Background: an optimization exercise with open tools, aiming at small area and a short achievable clock period. Do not read the settings as production practice. Only the layout flow was run in this run; the RTL was not checked for function there.

**flow/constraint.sdc**
```tcl
create_clock -name core_clock -period 24.0 [get_ports {clk}]
set_input_delay 4.8000 -clock core_clock [delete_from_list [all_inputs] [get_ports {clk}]]
set_output_delay 4.8000 -clock core_clock [all_outputs]
set_load 0.01 [all_outputs]
```
**flow/config.mk**
```make
export PLATFORM = sky130hd
export DESIGN_NAME = fmt_cvt
export DESIGN_NICKNAME = fmt_cvt
export VERILOG_FILES = /design/flow/design.v
export SDC_FILE = /design/flow/constraint.sdc
export NUM_CORES = 4
export LEC_CHECK = 0
export CAP_MARGIN = 20
export CORE_MARGIN = 2
export CORE_UTILIZATION = 40
export SLEW_MARGIN = 20
```
**flow/design.v**
```verilog
module fmt_cvt_core (
    input  wire [3:0]  src_fmt,
    input  wire [3:0]  dst_fmt,
    input  wire [1:0]  rmode,      
    input  wire        sat,
    input  wire [1:0]  denorm,     
    input  wire [31:0] x,
    output reg  [31:0] y,
    output reg  [4:0]  flags
);
    localparam F_FP32 = 4'd1, F_FP16 = 4'd2, F_BF16 = 4'd3, F_E4M3 = 4'd4,
               F_E5M2 = 4'd5, F_E3M2 = 4'd6, F_E2M3 = 4'd7, F_E2M1 = 4'd8,
               F_INT8 = 4'd9, F_UINT8 = 4'd10, F_INT4 = 4'd11, F_INT32 = 4'd12;
    reg        s_ok;           
    reg        s_sign;
    reg        s_nan, s_inf;
    reg [31:0] s_sig;          
    reg signed [9:0] s_exp;    
    reg [7:0]  fe;             
    reg [22:0] fm;             
    reg [7:0]  fbias;
    reg        f_isfloat, f_ieee, f_e4m3, f_wide;
    reg [7:0]  fe_max;
    always @* begin
        s_ok = 1'b1; s_sign = 1'b0; s_nan = 1'b0; s_inf = 1'b0;
        s_sig = 32'd0; s_exp = 10'sd0;
        fe = 8'd0; fm = 23'd0; fbias = 8'd0; fe_max = 8'd0;
        f_isfloat = 1'b1; f_ieee = 1'b0; f_e4m3 = 1'b0; f_wide = 1'b0;
        case (src_fmt)
            F_FP32: begin s_sign = x[31]; fe = x[30:23];        fm = x[22:0];             fbias = 8'd127; fe_max = 8'd255; f_ieee = 1'b1; f_wide = 1'b1; end
            F_FP16: begin s_sign = x[15]; fe = {3'd0, x[14:10]}; fm = {x[9:0], 13'd0};     fbias = 8'd15;  fe_max = 8'd31;  f_ieee = 1'b1; f_wide = 1'b1; end
            F_BF16: begin s_sign = x[15]; fe = x[14:7];          fm = {x[6:0], 16'd0};     fbias = 8'd127; fe_max = 8'd255; f_ieee = 1'b1; f_wide = 1'b1; end
            F_E4M3: begin s_sign = x[7];  fe = {4'd0, x[6:3]};   fm = {x[2:0], 20'd0};     fbias = 8'd7;   fe_max = 8'd15;  f_e4m3 = 1'b1; end
            F_E5M2: begin s_sign = x[7];  fe = {3'd0, x[6:2]};   fm = {x[1:0], 21'd0};     fbias = 8'd15;  fe_max = 8'd31;  f_ieee = 1'b1; end
            F_E3M2: begin s_sign = x[5];  fe = {5'd0, x[4:2]};   fm = {x[1:0], 21'd0};     fbias = 8'd3;   fe_max = 8'd7;   end
            F_E2M3: begin s_sign = x[5];  fe = {6'd0, x[4:3]};   fm = {x[2:0], 20'd0};     fbias = 8'd1;   fe_max = 8'd3;   end
            F_E2M1: begin s_sign = x[3];  fe = {6'd0, x[2:1]};   fm = {x[0], 22'd0};       fbias = 8'd1;   fe_max = 8'd3;   end
            F_INT8: begin
                f_isfloat = 1'b0; s_sign = x[7];
                s_sig = x[7] ? {24'd0, -x[7:0]} : {24'd0, x[7:0]};
            end
            F_UINT8: begin
                f_isfloat = 1'b0; s_sig = {24'd0, x[7:0]};
            end
            F_INT4: begin
                f_isfloat = 1'b0; s_sign = x[3];
                s_sig = x[3] ? {28'd0, -x[3:0]} : {28'd0, x[3:0]};
            end
            F_INT32: begin
                f_isfloat = 1'b0; s_sign = x[31];
                s_sig = x[31] ? -x : x;
            end
            default: begin
                f_isfloat = 1'b0; s_ok = 1'b0;
            end
        endcase
        if (f_isfloat) begin
            if (f_ieee && fe == fe_max) begin
                s_nan = (fm != 23'd0);
                s_inf = (fm == 23'd0);
            end else if (f_e4m3 && fe == fe_max && fm[22:20] == 3'b111) begin
                s_nan = 1'b1;
            end else if (fe == 8'd0) begin
                s_sig = (denorm[1] && f_wide) ? 32'd0 : {9'd0, fm};
                s_exp = 10'sd1 - $signed({2'b00, fbias}) - 10'sd23;
            end else begin
                s_sig = {8'd0, 1'b1, fm};
                s_exp = $signed({2'b00, fe}) - $signed({2'b00, fbias}) - 10'sd23;
            end
        end
        if (!f_isfloat && s_sig == 32'd0) s_sign = 1'b0;
    end
    wire s_zero = !s_nan && !s_inf && (s_sig == 32'd0);
    reg [5:0] lz;
    integer i;
    always @* begin
        lz = 6'd32;
        for (i = 0; i < 32; i = i + 1)
            if (s_sig[i]) lz = 6'd31 - i[5:0];
    end
    wire [31:0]       nsig = s_sig << lz[4:0];
    wire signed [9:0] e    = s_exp + 10'sd31 - $signed({4'd0, lz});
    reg        d_ok, d_float, d_ieee, d_e4m3, d_wide;
    reg [4:0]  d_mw;           
    reg [7:0]  d_bias;
    reg [4:0]  d_signpos;      
    reg [33:0] d_maxenc;       
    reg [31:0] d_inf;          
    reg [31:0] d_qnan;         
    reg [32:0] d_posmax, d_negmax;   
    reg [31:0] d_mask;
    always @* begin
        d_ok = 1'b1; d_float = 1'b1; d_ieee = 1'b0; d_e4m3 = 1'b0; d_wide = 1'b0;
        d_mw = 5'd0; d_bias = 8'd0; d_signpos = 5'd0; d_maxenc = 34'd0;
        d_inf = 32'd0; d_qnan = 32'd0;
        d_posmax = 33'd0; d_negmax = 33'd0; d_mask = 32'd0;
        case (dst_fmt)
            F_FP32: begin d_mw = 5'd23; d_bias = 8'd127; d_signpos = 5'd31; d_maxenc = 34'h07F7FFFFF; d_inf = 32'h7F800000; d_qnan = 32'h7FC00000; d_ieee = 1'b1; d_wide = 1'b1; end
            F_FP16: begin d_mw = 5'd10; d_bias = 8'd15;  d_signpos = 5'd15; d_maxenc = 34'h7BFF;      d_inf = 32'h7C00;     d_qnan = 32'h7E00;     d_ieee = 1'b1; d_wide = 1'b1; end
            F_BF16: begin d_mw = 5'd7;  d_bias = 8'd127; d_signpos = 5'd15; d_maxenc = 34'h7F7F;      d_inf = 32'h7F80;     d_qnan = 32'h7FC0;     d_ieee = 1'b1; d_wide = 1'b1; end
            F_E4M3: begin d_mw = 5'd3;  d_bias = 8'd7;   d_signpos = 5'd7;  d_maxenc = 34'h7E;        d_qnan = 32'h7F; d_e4m3 = 1'b1; end
            F_E5M2: begin d_mw = 5'd2;  d_bias = 8'd15;  d_signpos = 5'd7;  d_maxenc = 34'h7B;        d_inf = 32'h7C;       d_qnan = 32'h7E;       d_ieee = 1'b1; end
            F_E3M2: begin d_mw = 5'd2;  d_bias = 8'd3;   d_signpos = 5'd5;  d_maxenc = 34'h1F; end
            F_E2M3: begin d_mw = 5'd3;  d_bias = 8'd1;   d_signpos = 5'd5;  d_maxenc = 34'h1F; end
            F_E2M1: begin d_mw = 5'd1;  d_bias = 8'd1;   d_signpos = 5'd3;  d_maxenc = 34'h7; end
            F_INT8:  begin d_float = 1'b0; d_posmax = 33'd127;  d_negmax = 33'd128;  d_mask = 32'hFF; end
            F_UINT8: begin d_float = 1'b0; d_posmax = 33'd255;  d_negmax = 33'd0;    d_mask = 32'hFF; end
            F_INT4:  begin d_float = 1'b0; d_posmax = 33'd7;    d_negmax = 33'd8;    d_mask = 32'hF; end
            F_INT32: begin d_float = 1'b0; d_posmax = 33'h7FFFFFFF; d_negmax = 33'h80000000; d_mask = 32'hFFFFFFFF; end
            default: begin d_ok = 1'b0; d_float = 1'b0; end
        endcase
    end
    wire signed [9:0] emin = 10'sd1 - $signed({2'b00, d_bias});
    function automatic round_up(input [1:0] m, input sgn, input lsb, input g, input st);
        case (m)
            2'd0: round_up = g & (st | lsb);
            2'd1: round_up = 1'b0;
            2'd2: round_up = sgn & (g | st);
            default: round_up = ~sgn & (g | st);
        endcase
    endfunction
    wire signed [11:0] f_under = $signed({{2{emin[9]}}, emin}) - $signed({{2{e[9]}}, e});
    wire signed [11:0] f_drop_s = 12'sd31 - $signed({7'd0, d_mw}) + (f_under > 0 ? f_under : 12'sd0);
    wire [6:0]  f_drop = (f_drop_s > 12'sd64) ? 7'd64 : f_drop_s[6:0];
    wire signed [11:0] i_drop_s = 12'sd31 - $signed({{2{e[9]}}, e});
    wire [6:0]  i_drop = (i_drop_s > 12'sd64) ? 7'd64 : (i_drop_s < 0 ? 7'd0 : i_drop_s[6:0]);
    wire [6:0]  drop = d_float ? f_drop : i_drop;
    wire [95:0] shw  = {nsig, 64'd0} >> drop;
    wire [31:0] q    = shw[95:64];
    wire        g    = shw[63];
    wire        st   = |shw[62:0];
    wire        up   = round_up(rmode, s_sign, q[0], g, st);
    wire [32:0] qr   = {1'b0, q} + {32'd0, up};
    wire        inexact_r = g | st;
    wire [6:0]  n_drop = 7'd31 - {2'd0, d_mw};
    wire [95:0] shn  = {nsig, 64'd0} >> n_drop;
    wire [31:0] qn   = shn[95:64];
    wire        gn   = shn[63];
    wire        stn  = |shn[62:0];
    wire        upn  = round_up(rmode, s_sign, qn[0], gn, stn);
    wire [31:0] qn_ones = (32'd1 << (d_mw + 5'd1)) - 32'd1;
    wire        carry_n = upn && (qn == qn_ones);
    wire        tiny = (e < emin - 10'sd1) || ((e == emin - 10'sd1) && !carry_n);
    wire signed [9:0] e_cl   = (e > emin) ? e : emin;
    wire signed [9:0] e_base = e_cl + $signed({2'b00, d_bias}) - 10'sd1;
    wire [33:0] enc = ({24'd0, e_base} << d_mw) + {1'b0, qr};
    wire        f_ovf = (enc > d_maxenc);
    wire        f_sub = (enc != 34'd0) && (enc < (34'd1 << d_mw));
    wire [31:0] d_max    = d_maxenc[31:0];
    wire [31:0] d_sbit   = 32'd1 << d_signpos;
    wire [31:0] f_sgn    = s_sign ? d_sbit : 32'd0;
    wire        i_big   = (e > 10'sd31);
    wire        i_clamp = i_big || (s_sign ? (qr > d_negmax) : (qr > d_posmax));
    wire [31:0] i_lim   = s_sign ? (32'd0 - d_negmax[31:0]) : d_posmax[31:0];
    wire [31:0] i_val   = s_sign ? (32'd0 - qr[31:0]) : qr[31:0];
    always @* begin
        y = 32'd0;
        flags = 5'd0;
        if (!s_ok || !d_ok) begin
            y = 32'd0;
        end else if (!d_float) begin
            if (s_nan) begin
                y = 32'd0; flags[0] = 1'b1;
            end else if (s_inf) begin
                y = (s_sign ? (32'd0 - d_negmax[31:0]) : d_posmax[31:0]) & d_mask;
                flags[0] = 1'b1;
            end else if (s_zero) begin
                y = 32'd0;
            end else if (i_clamp) begin
                y = i_lim & d_mask; flags[0] = 1'b1;
            end else begin
                y = i_val & d_mask; flags[4] = inexact_r;
            end
        end else begin
            if (s_nan) begin
                y = d_qnan; flags[0] = 1'b1;
            end else if (s_inf && d_ieee) begin
                y = f_sgn | d_inf;
            end else if (s_zero) begin
                y = f_sgn;
            end else if (s_inf || f_ovf) begin
                flags[2] = 1'b1; flags[4] = 1'b1;
                if (d_e4m3 && !sat)
                    y = d_qnan;
                else if (d_ieee && !sat &&
                         !(rmode == 2'd1 || (rmode == 2'd2 && !s_sign) || (rmode == 2'd3 && s_sign)))
                    y = f_sgn | d_inf;
                else begin
                    y = f_sgn | d_max;
                end
            end else if (f_sub && d_wide && denorm != 2'd0) begin
                y = f_sgn; flags[3] = 1'b1; flags[4] = 1'b1;
            end else begin
                y = f_sgn | enc[31:0];
                flags[4] = inexact_r;
                flags[3] = tiny & inexact_r;
            end
        end
    end
endmodule
module fmt_cvt (
    input  wire        clk,
    input  wire        rst,
    input  wire        in_valid,
    input  wire [3:0]  in_src_fmt,
    input  wire [3:0]  in_dst_fmt,
    input  wire [1:0]  in_round,
    input  wire        in_sat,
    input  wire [1:0]  in_denorm,
    input  wire [31:0] in_data,
    output reg         out_valid,
    output reg  [31:0] out_data,
    output reg  [4:0]  out_flags
);
    reg        s1_valid;
    reg [3:0]  s1_src, s1_dst;
    reg [1:0]  s1_round;
    reg        s1_sat;
    reg [1:0]  s1_denorm;
    reg [31:0] s1_data;
    always @(posedge clk) begin
        if (rst) s1_valid <= 1'b0;
        else     s1_valid <= in_valid;
        s1_src    <= in_src_fmt;
        s1_dst    <= in_dst_fmt;
        s1_round  <= in_round;
        s1_sat    <= in_sat;
        s1_denorm <= in_denorm;
        s1_data   <= in_data;
    end
    wire [31:0] cvt_data;
    wire [4:0]  cvt_flags;
    fmt_cvt_core u_core (
        .src_fmt (s1_src),
        .dst_fmt (s1_dst),
        .rmode   (s1_round),
        .sat     (s1_sat),
        .denorm  (s1_denorm),
        .x       (s1_data),
        .y       (cvt_data),
        .flags   (cvt_flags)
    );
    always @(posedge clk) begin
        if (rst) out_valid <= 1'b0;
        else     out_valid <= s1_valid;
        out_data  <= cvt_data;
        out_flags <= cvt_flags;
    end
endmodule
```
**flow/run.sh**
```bash
#!/bin/bash
# synth_recipe.tcl (not shown) runs the flow's synth.tcl, then flattens the netlist and writes it again
# the make line also repeats each setting of config.mk as NAME=value (left out here)
make -C /OpenROAD-flow-scripts/flow DESIGN_CONFIG=/design/flow/config.mk WORK_HOME=/design/flow/orfs CLKGATE_MAP_FILE= SYNTH_SCRIPT=/design/flow/synth_recipe.tcl finish
```
==> results.txt <==
-- flip-flops by register name (all words and copies together), names as in the netlist, 3 cells and up --
name and count:
s1_data 32, out_flags 4, u_core.d_mask 3, u_core.d_qnan 6, s1_src 4, out_data 32, u_core.d_max 8
-- layout make-up --
cell class,count,area (µm²)
well taps,882,1104
inverters,139,529.3
fillers,7391,38820
multi-input cells,3621,23970
repair buffers,185,1618
flip-flops and latches,106,2131
diodes,2,5.005
clock buffers,9,225.2
clock inverters,7,61.31
-- routing by layer --
| metal | vias up | track usage |
|---|---|---|
| met5 | - | 0 |
| met4 | 0 | 0.1385 |
| met3 | 448 | 0.07528 |
| met2 | 2482 | 0.5405 |
| met1 | 16000 | 0.5036 |
| li1 | 15470 | - |
-- cell usage in the layout, fill, tap and decap left out, drive strengths merged, types with 82 or more instances in the layout --
cell / synthesis / final
a21oi: 338 / 338
a31oi: 82 / 82
buf: 92 / 100
clkdlybuf4s50: 0 / 84
dfxtp: 106 / 106
ha: 201 / 201
inv: 137 / 139
mux2i: 106 / 106
nand2: 430 / 430
nand3: 160 / 160
nor2: 464 / 464
nor3: 132 / 132
o21ai: 293 / 293
xnor2: 104 / 104
-- final timing paths --
check        depth (start not counted)           end       from
max                                 97  out_data[20]  s1_src[0]
min                                  1     out_valid   s1_valid
max reg2reg                         97  out_data[20]  s1_src[0]
min reg2reg                          1     out_valid   s1_valid
-- cells by family (layout without fill, tap and decap cells) --
kind of cell,count (synthesis),in the layout,synth area share
and+or+nand+nor,1671,1671,0.2996
other,1,3,0.0001360
muxes,146,146,0.05695
buffers and inverters,396,340,0.06004
adders and majority gates,211,211,0.09707
AOI/OAI and AO/OA,1431,1431,0.3565
DFF,106,106,0.07697
xor gates and xnor gates,161,161,0.05273
-- per-stage QoR --
step / hold slack, ns / instance area (µm²) / worst slack [ns] / instances / util
2_1_floorplan: 0.4138 / 27570 / 3.720 / 4123 / -
3_3_place_gp: 0.4277 / 29250 / 1.298 / 4933 / 0.4272
3_5_place_dp: 0.4285 / 29250 / 1.103 / 4933 / 0.4272
4_1_cts: 0.4596 / 29540 / 1.005 / 4949 / 0.4314
5_1_grt: 0.4688 / 29640 / 0.09347 / 4949 / 0.4329
6_report: 0.4609 / 29640 / 1.396 / 4951 / 0.4329
-- repair_timing --
action	in CTS	in global routing
endpoints found under the setup margin	0	35
endpoints found under the hold margin	0	0
gates resized for setup	0	21
hold buffers	0	0
==> summary.txt <==
CTS
  • CTS tree: yes
  • H-tree levels: 3
  • Clock sinks: 106
  • TritonCTS buffer count: 9
  • Root Buffer: clkbuf_16
  • Clock edge transition at the registers on the reported setup and hold paths: approximately 0.09 ns
  • Clk buf depth: 2
  • Setup bufs post-CTS: 0
  • Clock Latency Late Sink: between 0.3 and 0.4 ns

Final layout
  • Nets: roughly 4.3k
  • Layout area overhead: 7.511%
  • Fraction of layout cells with a size suffix above 1: 0.08016

Drt
  • Uppermost routed layer: met4
  • Post-Route WL: 133100 µm
  • Met3 routed WL: 16260 µm
  • ANT nets after route: 0
  • Met2 wire len: roughly 55000 µm
  • Met1 WL: between 50000 and 60000 µm
  • Final routed DRC violation total: 0
  • Vias per cell: approximately 6.9
  • DR iter-0 viols: between 5k and 6k
  • Via count: ~34k
  • Avg WL per Cell: 26.89 µm
  • TritonRoute pass-1 iters: 10

Placement
  • Routability-driven placement congestion ratio: between 1 and 1.5
  • Buffers on Ports: 84
  • DP HPWL: 104600 µm

Synthesis
  • Total of warnings raised by yosys: 2
  • Synthesized instance count: 4123
  • Ys async rst share: 0
  • Mapped cell area: between 20000 and 30000 µm²
  • Syn nets: 4378
  • Register bit total from synthesis: around 110
  • Primary FF master, synth: dfxtp_1
  • Synth top area share: 0.09122
  • Area contributors post-synth: ha_1, dfxtp_1, nor2_1
  • Sequential share of the synthesized area: 0.07697
  • Synth cell types: roughly 130
  • Syn_area_per_cell: ~6.7 µm²
  • Most instantiated library cell after synthesis: nor2_1
  • Area leader, netlist: ha_1
  • Most instantiated cells after synthesis: nor2_1, nand2_1, a21oi_1
  • Post-synth EDFFs: 0

GRT
  • Vias in the first global route: between 30k and 40k
  • Initial antenna violation count: 1
  • GRT overflow: 0
  • Largest net degree at the start of global routing: between 60 and 70
  • Gr usage total: 0.3612
  • First-pass GRT wire length: around 200000 µm

Floorplan
  • Width of the chip: roughly 270 µm
  • Die footprint: just over 70000 µm²
  • Die H: between 200 and 300 µm
  • Core ar.: approximately 68000 µm²
  • Initial core utilization: 0.4027
  • I/O pins: 86
  • FP Rows: 96

Worst setup path
  • Kind of critical path: reg -> reg
  • Max stage delay on crit path: 0.66 ns
  • CP startpoint kind: flip-flop
  • Worst path top cell family by delay: compound AO/OA/AOI/OAI gates
  • Crit-path slowest cell: or4_4
  • CP Max Fanout: 25
  • Reg-to-reg slack, setup: around 1.4 ns
  • Worst path bufs/invs: 8
  • CP endpoint kind: flip-flop
  • CP arrival: ~23 ns
  • Critical Path RT: roughly 24 ns

STA
  • RSZ-0062 raised after global routing: false
  • Slew headroom: 0.2104
  • Slew @ Worst Pin: about 1.2 ns
  • Worst clock skew: roughly 0.024 ns
  • Max Clk Rate: between 40 and 50 MHz
  • Final period util: 0.9418
  • Max-slew violation count: 0
  • Fin crit period: between 20 and 25 ns
  • Setup Total Neg Slack: 0 ns
  • Fin. Hold Viols: 0
  • Endpoints failing setup: 0

Status
  • Status: complete, no violations

Run
  • MaxCap Viol Count: 0

Min path
  • Hold/Removal Path Class: reg -> reg

-- static timing again, ports no longer ideal --
The flow's constraints put no driver on any port. The routed layout listed below was extracted and timed again, unchanged, in two steps.
Step 1 assumes that a clkbuf_16 drives the clock port and a buf_2 every other input.
Step 2 moves the port delays by t, midway between the first and last clock arrival at a register: inputs arrive t later, outputs are due t later. That takes back most of the time a late clock gives input paths.
Slacks: ideal / step 1 / step 2; pairs: ideal / step 1.
t (ns): 0.410
setup slack, ns: 1.396 / 1.396 / 1.396
worst setup path at the end: register to register
After both steps this run still meets setup and hold. For this run, drivers alone change the setup slack by 0.000 ns; drivers and shift together by 0.000 ns.
